From an optimization exercise on the open Yosys and OpenROAD flow, aimed at small area, a short achievable clock period and few clock cycles per item; shortcuts taken in it are not production practice. In this exercise RTL edits were held to simulation tests only and were not proved equivalent to the original.

==> flow/design.v (outline; a module is shown in full before it is edited, if it fits) <==
// module wire_model: 238 lines
// module wm_sq16: 323 lines
// module wm_mul32x16: 1385 lines
// module wm_smul33x16: 1431 lines
module wire_model (
    input  wire        clk,
    input  wire        rst,
    input  wire        cfg_we,
    input  wire [3:0]  cfg_ch,
    input  wire [15:0] cfg_k,
    input  wire [15:0] cfg_alpha,
    input  wire [15:0] cfg_tlim,
    input  wire        clr,
    input  wire [3:0]  clr_ch,
    input  wire        s_valid,
    output wire        s_ready,
    input  wire [3:0]  s_ch,
    input  wire [15:0] s_irms,
    input  wire [15:0] s_tref,
    output reg         r_valid,
    output reg  [3:0]  r_ch,
    output wire [31:0] r_dt,
    output reg  [16:0] r_temp,
    output reg         r_warn,
    output reg         r_latch,
    output reg         r_cool,
    output reg         r_trip
);
  // ...
==> flow/run.sh <==
#!/bin/bash
# synth_recipe.tcl (not shown) runs the flow's synth.tcl, then flattens the netlist and writes it again
# the make line also repeats each setting of config.mk as NAME=value (left out here)
make -C /OpenROAD-flow-scripts/flow DESIGN_CONFIG=/design/flow/config.mk WORK_HOME=/design/flow/orfs CLKGATE_MAP_FILE= SYNTH_SCRIPT=/design/flow/synth_recipe.tcl finish
==> flow/config.mk <==
export PLATFORM = sky130hd
export DESIGN_NAME = wire_model
export DESIGN_NICKNAME = wire_model
export VERILOG_FILES = /design/flow/design.v
export SDC_FILE = /design/flow/constraint.sdc
export NUM_CORES = 4
export LEC_CHECK = 0
export ABC_AREA = 1
export CAP_MARGIN = 20
export CORE_MARGIN = 2
export CORE_UTILIZATION = 40
export PLACE_DENSITY = 0.6
export SLEW_MARGIN = 20
==> flow/constraint.sdc <==
create_clock -name core_clock -period 33.0 [get_ports {clk}]
set_input_delay 6.6000 -clock core_clock [delete_from_list [all_inputs] [get_ports {clk}]]
set_output_delay 6.6000 -clock core_clock [all_outputs]
set_load 0.01 [all_outputs]
==> Implementation_results.wiki, run 1 <==
{| class="wikitable"
! Metric !! Value
|-
| Result of the run || finished clean
|-
| Post-synthesis xor/xnor area fraction || 0.0179
|-
| Arithmetic-cell share of the synthesized area counting full adders, half adders and majority gates || 0.232
|-
| 1st-pass router iterations || 7
|-
| Max Fclk || 0.116 GHz
|-
| Final count of pins violating max slew || 0
|-
| Seq_cells || around 1,700
|-
| Final number of setup-violating endpoints || 0
|-
| Placement Rows || 179
|-
| List of most frequent post-synthesis cells || 1,638 x sky130_fd_sc_hd__inv_1, 1,347 x sky130_fd_sc_hd__nand2_1, 921 x sky130_fd_sc_hd__fa_1
|-
| Total wirelength of the detailed-routed design || 255,000 um
|-
| CP Buf/Inv Count || 3
|-
| Pin count of the biggest net entering global routing || slightly below 200
|-
| Via count normalized by instance count || 5.05
|-
| TritonCTS buffer count || roughly 180
|-
| Global-route total usage across every layer || 0.211
|-
| Initial antenna violation count || 18
|-
| Worst Hold Path Cells || 0
|-
| Share of final-layout standard cells stronger than drive strength 1 || 0.0531
|-
| Largest register FFs || between 500 and 600
|-
| Slowest cell on the critical path || sky130_fd_sc_hd__xnor2_2
|-
| Fin Clk Skew || ~0.13 ns
|-
| GRT met1 Usage || 0.286
|-
| Insertion delay of the later-clocked pin in the worst-skew pair || 0.89 ns
|-
| Worst slack on hold paths || between 0.2 and 0.3 ns
|-
| Max transition margin || 0.212
|-
| Commonest non-fill, non-tap cells in the layout || 1,637 x sky130_fd_sc_hd__inv_1, 1,345 x sky130_fd_sc_hd__nand2_1, 921 x sky130_fd_sc_hd__fa_1
|-
| Core box area || 238,000 um^2
|-
| Startpoint of the worst hold path || c_margin[6]
|-
| Vias in the first global route || 67,100
|-
| Most frequent cell on the critical path || sky130_fd_sc_hd__fa_1
|-
| Number of gates resized after CTS || 0
|-
| First-pass GRT wire length || ~400,000 um
|-
| Top post-synthesis cells by area || sky130_fd_sc_hd__edfxtp_1 27%, sky130_fd_sc_hd__fa_1 19%, sky130_fd_sc_hd__dfxtp_1 19%
|-
| Top Usage Layer GRT || met2
|-
| Critical path depth in cells || 30
|-
| Simple-gate share of the synthesized area || 0.110
|-
| Number of synthesized flops with an enable pin || 857
|}
Testbench counts, summed over its fixed seeds: cycles 16,424, samples 16,384.
==> module wire_model, before the edit <==
module wire_model (
    input  wire        clk,
    input  wire        rst,
    input  wire        cfg_we,
    input  wire [3:0]  cfg_ch,
    input  wire [15:0] cfg_k,
    input  wire [15:0] cfg_alpha,
    input  wire [15:0] cfg_tlim,
    input  wire        clr,
    input  wire [3:0]  clr_ch,
    input  wire        s_valid,
    output wire        s_ready,
    input  wire [3:0]  s_ch,
    input  wire [15:0] s_irms,
    input  wire [15:0] s_tref,
    output reg         r_valid,
    output reg  [3:0]  r_ch,
    output wire [31:0] r_dt,
    output reg  [16:0] r_temp,
    output reg         r_warn,
    output reg         r_latch,
    output reg         r_cool,
    output reg         r_trip
);
    localparam [15:0] K_DEFAULT     = 16'd892;
    localparam [15:0] ALPHA_DEFAULT = 16'd559;
    localparam [15:0] TLIM_DEFAULT  = 16'd2000;
    integer i;
    reg rst_q;
    always @(posedge clk) rst_q <= rst;
    reg        rdy, blk, pr;
    reg  [3:0] hc, g, wch;
    assign s_ready = rdy;
    wire take = s_valid & rdy;
    always @(posedge clk) begin
        if (rst)
            rdy <= 1'b0;
        else if (rst_q)
            rdy <= 1'b1;
        else if (take)
            rdy <= pr | (s_ch == g);
        else if (blk && g == wch)
            rdy <= 1'b1;
    end
    always @(posedge clk) begin
        if (rst_q) begin
            blk <= 1'b0;
            pr  <= 1'b1;
            hc  <= 4'd0;
            g   <= 4'd3;
        end else begin
            hc <= hc + 4'd1;
            g  <= g + 4'd1;
            if (take) begin
                pr <= 1'b0;
                if (pr) begin
                    hc <= s_ch - 4'd2;
                    g  <= s_ch + 4'd1;
                end else begin
                    blk <= (s_ch != g);
                end
            end else if (blk && g == wch) begin
                blk <= 1'b0;
            end
        end
    end
    reg        a_v;
    reg  [3:0] a_ch;
    reg [15:0] a_irms, a_tref;
    reg        q_we;
    reg  [3:0] q_cch;
    reg [15:0] q_k, q_alpha, q_tlim;
    reg        q_clr;
    reg  [3:0] q_clrch;
    always @(posedge clk) begin
        a_v     <= take;
        a_ch    <= s_ch;
        wch     <= take ? s_ch : wch;
        a_irms  <= s_irms;
        a_tref  <= s_tref;
        q_we    <= cfg_we;
        q_cch   <= cfg_ch;
        q_k     <= cfg_k;
        q_alpha <= cfg_alpha;
        q_tlim  <= cfg_tlim;
        q_clr   <= clr;
        q_clrch <= clr_ch;
    end
    reg [15:0] k_mem     [0:15];
    reg [15:0] alpha_mem [0:15];
    reg [15:0] tlim_mem  [0:15];
    reg [15:0] cv;        
    always @(posedge clk) begin
        if (q_we) begin
            k_mem[q_cch]     <= q_k;
            alpha_mem[q_cch] <= q_alpha;
            tlim_mem[q_cch]  <= q_tlim;
        end
    end
    always @(posedge clk) begin
        if (rst_q)
            cv <= 16'd0;
        else if (q_we)
            cv[q_cch] <= 1'b1;
    end
    wire        a_cv    = cv[a_ch];
    wire [15:0] a_k     = a_cv ? k_mem[a_ch]     : K_DEFAULT;
    wire [15:0] a_alpha = a_cv ? alpha_mem[a_ch] : ALPHA_DEFAULT;
    wire [15:0] a_tlim  = a_cv ? tlim_mem[a_ch]  : TLIM_DEFAULT;
    wire [31:0] a_isq;
    wm_sq16 u_sq (.x(a_irms), .p(a_isq));
    wire [16:0] a_margin = {a_tlim[15], a_tlim} - {a_tref[15], a_tref};
    reg        b_v;
    reg  [3:0] b_ch;
    reg [31:0] b_isq;
    reg [15:0] b_k, b_alpha, b_tref;
    reg [16:0] b_margin;
    always @(posedge clk) begin
        b_v      <= a_v & ~rst_q;
        b_ch     <= a_ch;
        b_isq    <= a_isq;
        b_k      <= a_k;
        b_alpha  <= a_alpha;
        b_tref   <= a_tref;
        b_margin <= a_margin;
    end
    wire [47:0] b_ssraw;
    wm_mul32x16 u_mk (.a(b_isq), .b(b_k), .p(b_ssraw));
    wire [31:0] b_ss = (|b_ssraw[47:38]) ? 32'hFFFF_FFFF : b_ssraw[37:6];
    reg        c_v, c_pend;
    reg  [3:0] c_ch;
    reg [31:0] c_ss;
    reg [15:0] c_alpha, c_tref;
    reg [16:0] c_margin;
    reg [31:0] ring [0:15];
    reg [15:0] rv;        
    wire [31:0] dt0 = rv[0] ? ring[0] : 32'd0;
    wire c_go   = c_v & (c_ch == hc);
    wire c_hold = c_v & ~c_go;
    reg        e_v, e_pend;
    reg  [3:0] e_ch;
    reg [24:0] e_step;
    reg [15:0] e_tref;
    reg [16:0] e_margin;
    wire m_b = q_clr & b_v & (b_ch == q_clrch);
    wire m_c = q_clr & c_v & (c_ch == q_clrch);
    wire m_e = q_clr & e_v & (e_ch == q_clrch);
    wire s_c = m_c & ~m_b;
    wire s_e = m_e & ~m_c & ~m_b;
    wire clr_direct = q_clr & ~(m_b | m_c | m_e);
    always @(posedge clk) begin
        if (rst_q)
            c_v <= 1'b0;
        else if (!c_hold)
            c_v <= b_v;
        if (!c_hold) begin
            c_pend   <= m_b;
            c_ch     <= b_ch;
            c_ss     <= b_ss;
            c_alpha  <= b_alpha;
            c_tref   <= b_tref;
            c_margin <= b_margin;
        end else begin
            c_pend   <= c_pend | s_c;
        end
    end
    wire [32:0] c_diff = {1'b0, c_ss} - {1'b0, dt0};
    wire [48:0] c_prod;
    wm_smul33x16 u_ma (.a(c_diff), .b(c_alpha), .p(c_prod));
    always @(posedge clk) begin
        e_v      <= c_go & ~rst_q;
        e_pend   <= c_pend | s_c;
        e_ch     <= c_ch;
        e_step   <= c_prod[48:24];
        e_tref   <= c_tref;
        e_margin <= c_margin;
    end
    wire [31:0] e_dt   = ring[1];
    wire [31:0] dt_new = e_dt + {{7{e_step[24]}}, e_step};
    wire [13:0] dq     = dt_new[31:18];
    wire        lowz   = (dt_new[17:0] == 18'd0);
    wire signed [17:0] ex = $signed({4'd0, dq}) - $signed({e_margin[16], e_margin});
    wire hit     = ex >= 18'sd0;
    wire warn_hi = ex >= -18'sd160;
    wire warn_lo = ex < -18'sd192;
    wire cool_ok = (ex < -18'sd320) | ((ex == -18'sd320) & lowz);
    wire [16:0] temp_nx = {e_tref[15], e_tref} + {3'b000, dq};
    reg [15:0] warn, latch, cool;
    wire w0 = warn[e_ch];
    wire l0 = latch[e_ch];
    wire k0 = cool[e_ch];
    wire warn_nx  = w0 ? ~warn_lo : warn_hi;
    wire latch_nx = l0 | hit;
    wire cool_nx  = k0 & ~cool_ok;
    wire trip_nx  = hit & ~l0;
    wire pend_nx  = e_pend | s_e;
    always @(posedge clk) begin
        if (rst_q) begin
            warn  <= 16'd0;
            latch <= 16'd0;
            cool  <= 16'd0;
        end else begin
            if (clr_direct) begin
                latch[q_clrch] <= 1'b0;
                if (latch[q_clrch])
                    cool[q_clrch] <= 1'b1;
            end
            if (e_v) begin
                warn[e_ch]  <= warn_nx;
                latch[e_ch] <= latch_nx & ~pend_nx;
                cool[e_ch]  <= cool_nx | (latch_nx & pend_nx);
            end
        end
    end
    always @(posedge clk) begin
        r_valid <= e_v & ~rst & ~rst_q;
        r_ch    <= e_ch;
        r_temp  <= temp_nx;
        r_warn  <= warn_nx;
        r_latch <= latch_nx;
        r_cool  <= cool_nx;
        r_trip  <= trip_nx;
    end
    always @(posedge clk) begin
        ring[1] <= dt0;
        ring[2] <= e_v ? dt_new : ring[1];
        for (i = 3; i < 16; i = i + 1)
            ring[i] <= ring[i-1];
        ring[0] <= ring[15];
    end
    assign r_dt = ring[2];
    always @(posedge clk) begin
        if (rst_q)
            rv <= 16'd0;
        else
            rv <= {rv[14:1], 1'b1, rv[15]};
    end
endmodule
==> run 2, diff against run 1 <==
--- a/flow/design.v
+++ b/flow/design.v
@@ -28,7 +28,7 @@
     integer i;
     reg rst_q;
     always @(posedge clk) rst_q <= rst;
-    reg        rdy, blk, pr;
+    reg        rdy, blk;
     reg  [3:0] hc, g, wch;
     assign s_ready = rdy;
     wire take = s_valid & rdy;
@@ -38,30 +38,22 @@
         else if (rst_q)
             rdy <= 1'b1;
         else if (take)
-            rdy <= pr | (s_ch == g);
+            rdy <= (s_ch == g);
         else if (blk && g == wch)
             rdy <= 1'b1;
     end
     always @(posedge clk) begin
         if (rst_q) begin
             blk <= 1'b0;
-            pr  <= 1'b1;
             hc  <= 4'd0;
-            g   <= 4'd3;
+            g   <= 4'd1;
         end else begin
             hc <= hc + 4'd1;
             g  <= g + 4'd1;
-            if (take) begin
-                pr <= 1'b0;
-                if (pr) begin
-                    hc <= s_ch - 4'd2;
-                    g  <= s_ch + 4'd1;
-                end else begin
-                    blk <= (s_ch != g);
-                end
-            end else if (blk && g == wch) begin
+            if (take)
+                blk <= (s_ch != g);
+            else if (blk && g == wch)
                 blk <= 1'b0;
-            end
         end
     end
     reg        a_v;
@@ -72,12 +64,19 @@
     reg [15:0] q_k, q_alpha, q_tlim;
     reg        q_clr;
     reg  [3:0] q_clrch;
+    wire a_go   = a_v & (a_ch == hc);
+    wire a_wait = a_v & ~a_go;
     always @(posedge clk) begin
-        a_v     <= take;
-        a_ch    <= s_ch;
+        if (rst_q)
+            a_v <= 1'b0;
+        else if (!a_wait)
+            a_v <= take;
+        if (!a_wait) begin
+            a_ch   <= s_ch;
+            a_irms <= s_irms;
+            a_tref <= s_tref;
+        end
         wch     <= take ? s_ch : wch;
-        a_irms  <= s_irms;
-        a_tref  <= s_tref;
         q_we    <= cfg_we;
         q_cch   <= cfg_ch;
         q_k     <= cfg_k;
@@ -86,37 +85,90 @@
         q_clr   <= clr;
         q_clrch <= clr_ch;
     end
-    reg [15:0] k_mem     [0:15];
-    reg [15:0] alpha_mem [0:15];
-    reg [15:0] tlim_mem  [0:15];
-    reg [15:0] cv;        
-    always @(posedge clk) begin
-        if (q_we) begin
-            k_mem[q_cch]     <= q_k;
-            alpha_mem[q_cch] <= q_alpha;
-            tlim_mem[q_cch]  <= q_tlim;
+    reg [15:0] rk  [0:15];
+    reg [15:0] ra  [0:15];
+    reg [15:0] rt  [0:15];
+    reg [31:0] rd  [0:15];
+    reg [15:0] rcv;       
+    reg [15:0] rv;        
+    reg        dv;
+    reg [15:0] dk, da, dtl;
+    wire       defer = q_we & a_wait & (q_cch == a_ch);
+    wire       wr    = q_we & ~defer;
+    wire       flush = dv & a_go;
+    wire [3:0] wpos  = hc - q_cch;            
+    reg  [15:0] wsel;                         
+    always @* begin
+        for (i = 0; i < 16; i = i + 1)
+            wsel[i] = wr & (wpos == i[3:0] - 4'd1);
+    end
+    always @(posedge clk) begin
+        if (rst_q)
+            dv <= 1'b0;
+        else if (defer)
+            dv <= 1'b1;
+        else if (a_go)
+            dv <= 1'b0;
+        if (defer) begin
+            dk  <= q_k;
+            da  <= q_alpha;
+            dtl <= q_tlim;
+        end
+    end
+    always @(posedge clk) begin
+        for (i = 0; i < 16; i = i + 1) begin
+            if (wsel[i]) begin
+                rk[i] <= q_k;
+                ra[i] <= q_alpha;
+                rt[i] <= q_tlim;
+            end else if (i == 1 && flush) begin
+                rk[i] <= dk;
+                ra[i] <= da;
+                rt[i] <= dtl;
+            end else begin
+                rk[i] <= rk[(i + 15) % 16];
+                ra[i] <= ra[(i + 15) % 16];
+                rt[i] <= rt[(i + 15) % 16];
+            end
         end
     end
     always @(posedge clk) begin
         if (rst_q)
-            cv <= 16'd0;
-        else if (q_we)
-            cv[q_cch] <= 1'b1;
-    end
-    wire        a_cv    = cv[a_ch];
-    wire [15:0] a_k     = a_cv ? k_mem[a_ch]     : K_DEFAULT;
-    wire [15:0] a_alpha = a_cv ? alpha_mem[a_ch] : ALPHA_DEFAULT;
-    wire [15:0] a_tlim  = a_cv ? tlim_mem[a_ch]  : TLIM_DEFAULT;
+            rcv <= 16'd0;
+        else
+            rcv <= {rcv[14:0], rcv[15]} | wsel | {14'd0, flush, 1'b0};
+    end
+    wire [15:0] a_k     = rcv[0] ? rk[0] : K_DEFAULT;
+    wire [15:0] a_alpha = rcv[0] ? ra[0] : ALPHA_DEFAULT;
+    wire [15:0] a_tlim  = rcv[0] ? rt[0] : TLIM_DEFAULT;
     wire [31:0] a_isq;
     wm_sq16 u_sq (.x(a_irms), .p(a_isq));
     wire [16:0] a_margin = {a_tlim[15], a_tlim} - {a_tref[15], a_tref};
-    reg        b_v;
+    reg        b_v, b_pend;
     reg  [3:0] b_ch;
     reg [31:0] b_isq;
     reg [15:0] b_k, b_alpha, b_tref;
     reg [16:0] b_margin;
+    reg        a_old;     
+    reg        a_pend;
+    reg        c_v, c_pend;
+    reg        e_v, e_pend;
+    reg  [3:0] c_ch, e_ch;
+    wire m_a = q_clr & a_v & a_old & (a_ch == q_clrch);
+    wire m_b = q_clr & b_v & (b_ch == q_clrch);
+    wire m_c = q_clr & c_v & (c_ch == q_clrch);
+    wire m_e = q_clr & e_v & (e_ch == q_clrch);
+    wire s_b = m_b & ~m_a;
+    wire s_c = m_c & ~m_b & ~m_a;
+    wire s_e = m_e & ~m_c & ~m_b & ~m_a;
+    wire clr_direct = q_clr & ~(m_a | m_b | m_c | m_e);
     always @(posedge clk) begin
-        b_v      <= a_v & ~rst_q;
+        a_old  <= a_wait;
+        a_pend <= a_wait & ((a_old & a_pend) | m_a);
+    end
+    always @(posedge clk) begin
+        b_v      <= a_go & ~rst_q;
+        b_pend   <= (a_old & a_pend) | m_a;
         b_ch     <= a_ch;
         b_isq    <= a_isq;
         b_k      <= a_k;
@@ -126,56 +178,35 @@
     end
     wire [47:0] b_ssraw;
     wm_mul32x16 u_mk (.a(b_isq), .b(b_k), .p(b_ssraw));
-    wire [31:0] b_ss = (|b_ssraw[47:38]) ? 32'hFFFF_FFFF : b_ssraw[37:6];
-    reg        c_v, c_pend;
-    reg  [3:0] c_ch;
-    reg [31:0] c_ss;
+    wire        b_sat  = |b_ssraw[47:38];
+    wire [31:0] dt1    = rv[1] ? rd[1] : 32'd0;
+    wire [32:0] b_diff = b_sat ? {1'b0, ~dt1} : ({1'b0, b_ssraw[37:6]} - {1'b0, dt1});
+    reg [32:0] c_diff;
     reg [15:0] c_alpha, c_tref;
     reg [16:0] c_margin;
-    reg [31:0] ring [0:15];
-    reg [15:0] rv;        
-    wire [31:0] dt0 = rv[0] ? ring[0] : 32'd0;
-    wire c_go   = c_v & (c_ch == hc);
-    wire c_hold = c_v & ~c_go;
-    reg        e_v, e_pend;
-    reg  [3:0] e_ch;
-    reg [24:0] e_step;
-    reg [15:0] e_tref;
-    reg [16:0] e_margin;
-    wire m_b = q_clr & b_v & (b_ch == q_clrch);
-    wire m_c = q_clr & c_v & (c_ch == q_clrch);
-    wire m_e = q_clr & e_v & (e_ch == q_clrch);
-    wire s_c = m_c & ~m_b;
-    wire s_e = m_e & ~m_c & ~m_b;
-    wire clr_direct = q_clr & ~(m_b | m_c | m_e);
     always @(posedge clk) begin
-        if (rst_q)
-            c_v <= 1'b0;
-        else if (!c_hold)
-            c_v <= b_v;
-        if (!c_hold) begin
-            c_pend   <= m_b;
-            c_ch     <= b_ch;
-            c_ss     <= b_ss;
-            c_alpha  <= b_alpha;
-            c_tref   <= b_tref;
-            c_margin <= b_margin;
-        end else begin
-            c_pend   <= c_pend | s_c;
-        end
+        c_v      <= b_v & ~rst_q;
+        c_pend   <= b_pend | s_b;
+        c_ch     <= b_ch;
+        c_diff   <= b_diff;
+        c_alpha  <= b_alpha;
+        c_tref   <= b_tref;
+        c_margin <= b_margin;
     end
-    wire [32:0] c_diff = {1'b0, c_ss} - {1'b0, dt0};
     wire [48:0] c_prod;
     wm_smul33x16 u_ma (.a(c_diff), .b(c_alpha), .p(c_prod));
+    reg [24:0] e_step;
+    reg [15:0] e_tref;
+    reg [16:0] e_margin;
     always @(posedge clk) begin
-        e_v      <= c_go & ~rst_q;
+        e_v      <= c_v & ~rst_q;
         e_pend   <= c_pend | s_c;
         e_ch     <= c_ch;
         e_step   <= c_prod[48:24];
         e_tref   <= c_tref;
         e_margin <= c_margin;
     end
-    wire [31:0] e_dt   = ring[1];
+    wire [31:0] e_dt   = rd[3];
     wire [31:0] dt_new = e_dt + {{7{e_step[24]}}, e_step};
     wire [13:0] dq     = dt_new[31:18];
     wire        lowz   = (dt_new[17:0] == 18'd0);
@@ -221,19 +252,24 @@
         r_cool  <= cool_nx;
         r_trip  <= trip_nx;
     end
+    reg [31:0] r_dtq;
     always @(posedge clk) begin
-        ring[1] <= dt0;
-        ring[2] <= e_v ? dt_new : ring[1];
-        for (i = 3; i < 16; i = i + 1)
-            ring[i] <= ring[i-1];
-        ring[0] <= ring[15];
+        for (i = 0; i < 16; i = i + 1) begin
+            if (i == 2)
+                rd[i] <= dt1;
+            else if (i == 4)
+                rd[i] <= e_v ? dt_new : rd[3];
+            else
+                rd[i] <= rd[(i + 15) % 16];
+        end
+        r_dtq <= dt_new;
     end
-    assign r_dt = ring[2];
+    assign r_dt = r_dtq;
     always @(posedge clk) begin
         if (rst_q)
             rv <= 16'd0;
         else
-            rv <= {rv[14:1], 1'b1, rv[15]};
+            rv <= {rv[14:2], 1'b1, rv[0], rv[15]};
     end
 endmodule
 module wm_sq16 (input wire [15:0] x, output wire [31:0] p);
==> flow/config.mk (replaced) <==
export PLATFORM = sky130hd
export DESIGN_NAME = wire_model
export DESIGN_NICKNAME = wire_model
export VERILOG_FILES = /design/flow/design.v
export SDC_FILE = /design/flow/constraint.sdc
export NUM_CORES = 4
export LEC_CHECK = 0
export CAP_MARGIN = 20
export CORE_MARGIN = 2
export CORE_UTILIZATION = 55
export CTS_BUF_LIST = sky130_fd_sc_hd__clkbuf_8
export PLACE_DENSITY = 0.65
export SLEW_MARGIN = 20
==> run 2 against run 1 <==
  * Still clean
  * Area after synthesis decreased by 6.4%
  * Non-clock buffer count decreased by 8
  * Core utilization increased by 16 points
  * Critical path type unchanged
  * Highest routed layer unchanged
==> Implementation_results.wiki, run 2 <==
{| class="wikitable"
! Metric !! Value
|-
| CTS hold repair buffers || 0
|-
| Worst slack on hold paths || 0.280 ns (+0.0157 ns)
|-
| Slowest cell on the critical path || sky130_fd_sc_hd__o211ai_1
|-
| Post-place instance area || slightly above 90,000 um^2
|-
| Setup crit end kind || register
|-
| Class of the most critical setup path || register to register
|-
| Startpoint of the worst hold path || rd[2][16]
|-
| Die extent in x || around 410 um
|-
| Area leader, netlist || sky130_fd_sc_hd__dfxtp_1
|-
| Insertion delay of the later-clocked pin in the worst-skew pair || 0.99 ns (+0.10 ns)
|-
| Number of standard cells in the final layout excluding fillers || 10,100
|-
| CP delay by family, top || compound AO/OA/AOI/OAI gates
|-
| Most frequent cell on the critical path || sky130_fd_sc_hd__fa_1
|-
| Unrepaired setup endpoints after global routing || false
|-
| Commonest non-fill, non-tap cells in the layout || 1,727 x sky130_fd_sc_hd__dfxtp_1, 1,151 x sky130_fd_sc_hd__and2_1, 922 x sky130_fd_sc_hd__fa_1
|-
| DR vias || 53,900
|-
| Number of levels the H-tree was split into || 5
|-
| Clock root cell || sky130_fd_sc_hd__clkbuf_8
|-
| Number of synthesized flops with an enable pin || 88 (-90%)
|-
| Clock transition at path regs || roughly 0.07 ns
|-
| Data required time at the worst endpoint || 33.82 ns
|-
| Hold Violations, Final || 0
|-
| Buffer depth of the longest clock path || 4
|-
| Final critical delay including setup and external delays || 9.07 ns
|-
| Number of gates resized after CTS || 0 (unchanged)
|-
| Final count of pins violating max slew || 0 (unchanged)
|-
| CP Buf/Inv Count || 3 (unchanged)
|-
| Fraction of the cycle the final worst path needs || 0.275
|-
| Synth warn || 5
|-
| TritonCTS clock tree || done
|-
| Pin count of the biggest net entering global routing || 86 (-56%)
|-
| Vias in the first global route || 57,300 (-15%)
|-
| Total wirelength of the detailed-routed design || 208,000 um (-18%)
|-
| Placement Rows || 147 (-18%)
|-
| Area fraction of the dominant cell type after synthesis || 0.391
|-
| Global-route total usage across every layer || 0.257 (+0.0457)
|-
| Ports || between 150 and 200
|-
| Slowest Stage Delay on Critical Path || 0.68 ns
|-
| List of most frequent post-synthesis cells || 1,745 x sky130_fd_sc_hd__dfxtp_1, 1,151 x sky130_fd_sc_hd__and2_1, 922 x sky130_fd_sc_hd__fa_1
|-
| Post-detail-place hpwl || 138,000 um
|-
| Post-CTS setup buffers || 0
|-
| Sequential fraction of the synthesis area || 0.420
|-
| Max Cap Viol || 0
|-
| Total nets after synthesis || 8,831
|-
| Die Footprint || 166,000 um^2
|-
| First DRT Iteration DRCs || 3,203
|-
| Final number of setup-violating endpoints || 0 (unchanged)
|-
| Critical path launch point type || register
|-
| Via count normalized by instance count || 5.36 (+6.0%)
|-
| Most common cell after layout, fill and taps aside || sky130_fd_sc_hd__dfxtp_1
|-
| Port bufs || 155
|-
| Fin Clk Skew || 0.107 ns (-0.0191 ns)
|-
| First-pass GRT wire length || 326,000 um (-17%)
|-
| Synth Flop Type || sky130_fd_sc_hd__dfxtp_1
|-
| Core box area || 161,000 um^2 (-32%)
|-
| Top post-synthesis cells by area || sky130_fd_sc_hd__dfxtp_1 39%, sky130_fd_sc_hd__fa_1 21%, sky130_fd_sc_hd__mux2_2 9.5%
|-
| Share of synthesized flip-flops with an asynchronous set or reset || 0
|-
| Post-Syn Area || 89,400 um^2
|-
| Type of the tightest min-delay check || register to register
|-
| Max Fclk || 0.110 GHz (-4.8%)
|-
| 1st-pass router iterations || 5 (-2)
|-
| Floorplan die height || roughly 400 um
|-
| Antenna-violating nets left || 0
|-
| Final core utilization || 0.614
|-
| Area growth syn-to-layout || 10.6%
|-
| Setup TNS || 0 ns
|-
| Clock tree sinks || 1,833
|-
| GRT overflow || 0
|-
| Number of nets in the layout || ~9,000
|-
| Post-Synthesis Cells || 7,524
|-
| Worst-case setup slack after placement || 23.98 ns
|-
| Final estimated routing congestion in global placement || approximately 0.9
|-
| Average size of a mapped cell || approximately 12 um^2
|-
| Worst-margin pin slew || 1.07 ns
|-
| Remaining routing DRC violations || 0
|-
| Cell count after placement || 9,534
|-
| TritonCTS buffer count || 307 (+68%)
|-
| Initial antenna violation count || 9 (-9)
|-
| Max transition margin || 0.278 (+0.0660)
|-
| Data arrival time of the worst path || 9.89 ns
|-
| Critical-path maximum fanout || 23
|-
| Most frequently used cell type in the post-synthesis netlist || sky130_fd_sc_hd__dfxtp_1
|-
| PnR worst setup slack || 23.93 ns
|-
| Synth unique cells || 85
|-
| Total non-filler cell area in the finished layout || 98,800 um^2
|-
| Routed wire per std cell || ~21 um
|-
| Largest register FFs || 512 (unchanged)
|-
| Beginning of the worst register-to-register path || b_k[8]
|-
| Initial standard-cell utilization of the core || 0.555
|-
| Beginning of the critical path || b_k[8]
|-
| Result of the run || finished clean
|-
| Register ranked first by flip-flop count || rd
|-
| Seq cells post-synth || roughly 1,800
|-
| Share of final-layout standard cells stronger than drive strength 1 || 0.169 (+0.116)
|}
==> run 2: cell types whose count changed after synthesis, moves of 754 or more <==
| cell | before | now |
|---|---|---|
| sky130_fd_sc_hd__and2_1 | 3 | 1151 |
| sky130_fd_sc_hd__mux2_2 | 1 | 755 |
| sky130_fd_sc_hd__edfxtp_1 | 857 | 88 |
| sky130_fd_sc_hd__nand2_1 | 1347 | 221 |
| sky130_fd_sc_hd__dfxtp_1 | 892 | 1745 |
| sky130_fd_sc_hd__inv_1 | 1638 | 473 |
==> run 2: cell families after synthesis <==
logic type	share of synthesized area
buffers and inverters	0.0358
and+or+nand+nor	0.121
adders and majority gates	0.247
xor gates and xnor gates	0.0186
muxes	0.109
AOI/OAI and AO/OA	0.0477
DFF	0.420
==> run 2: worst paths after layout <==
path                      to  slack (ns)  cells past startpoint
setup reg to reg  c_diff[30]       23.93                     29
hold / removal     rd[3][16]        0.28                      0
hold reg to reg    rd[3][16]        0.28                      0
setup / recovery  c_diff[30]       23.93                     29
==> run 2: final cells by class <==
class	instances	area, um^2
Fill cell	13000	62100
Multi-Input combinational cell	4844	48700
Sequential cell	1833	37600
Clock buffer	374	5150
Tap cell	2160	2700
Timing Repair Buffer	224	2070
Inverter	473	1780
Clock inverter	148	823
Antenna cell	3	7.51
==> run 2: worst register-to-register path: cells and delay by family, from the launching register on <==
| kind | cells | cell delay (ns) |
|---|---|---|
| buffers and inverters | 3 | 0.45 |
| AO/OA/AOI/OAI | 12 | 3.44 |
| multiplexers | 1 | 0.30 |
| AND/OR/NAND/NOR | 6 | 1.10 |
| flip-flops | 1 | 0.47 |
| adder cells (fa/ha/maj) | 7 | 3.14 |
==> run 2: routing by layer <==
layer | up-vias | part of all wire | GRT usage
li1 | 24900 | - | -
met1 | 27100 | 0.43 | 0.335
met2 | 1490 | 0.48 | 0.425
met3 | 473 | 0.052 | 0.0395
met4 | 2 | 0.042 | 0.109
met5 | - | 0.000062 | 0
Testbench counts of run 2, summed over its fixed seeds: cycles 16,424, samples 16,384.

re-timing with driven ports:
Ports are ideal in the flow. The routed layouts listed here were re-timed in OpenROAD. Step 1 (the two cells are an assumption about what drives the block):
set clk [get_ports {clk}]
set_driving_cell -lib_cell sky130_fd_sc_hd__clkbuf_16 $clk
set_driving_cell -lib_cell sky130_fd_sc_hd__buf_2 [delete_from_list [all_inputs] $clk]
Step 2 adds t to the input delays and takes it off the output delays; t is the mean of the earliest and latest rising clock arrival at the registers after step 1. Input paths then give back, and output paths get back, about the clock's delay inside the block. Slacks: ideal ports / drivers / drivers and shift; pairs: ideal ports / drivers.
run	t (ns)	slack for setup (ns)	slew at the worst register clock pin (ns)	worst data-port slew with drivers (ns)
run 1	0.920	24.360 / 24.360 / 24.360	0.07 / 0.07	0.12
run 2	1.020	23.926 / 23.926 / 23.926	0.07 / 0.07	0.11
After both steps setup and hold are still met in every run listed.
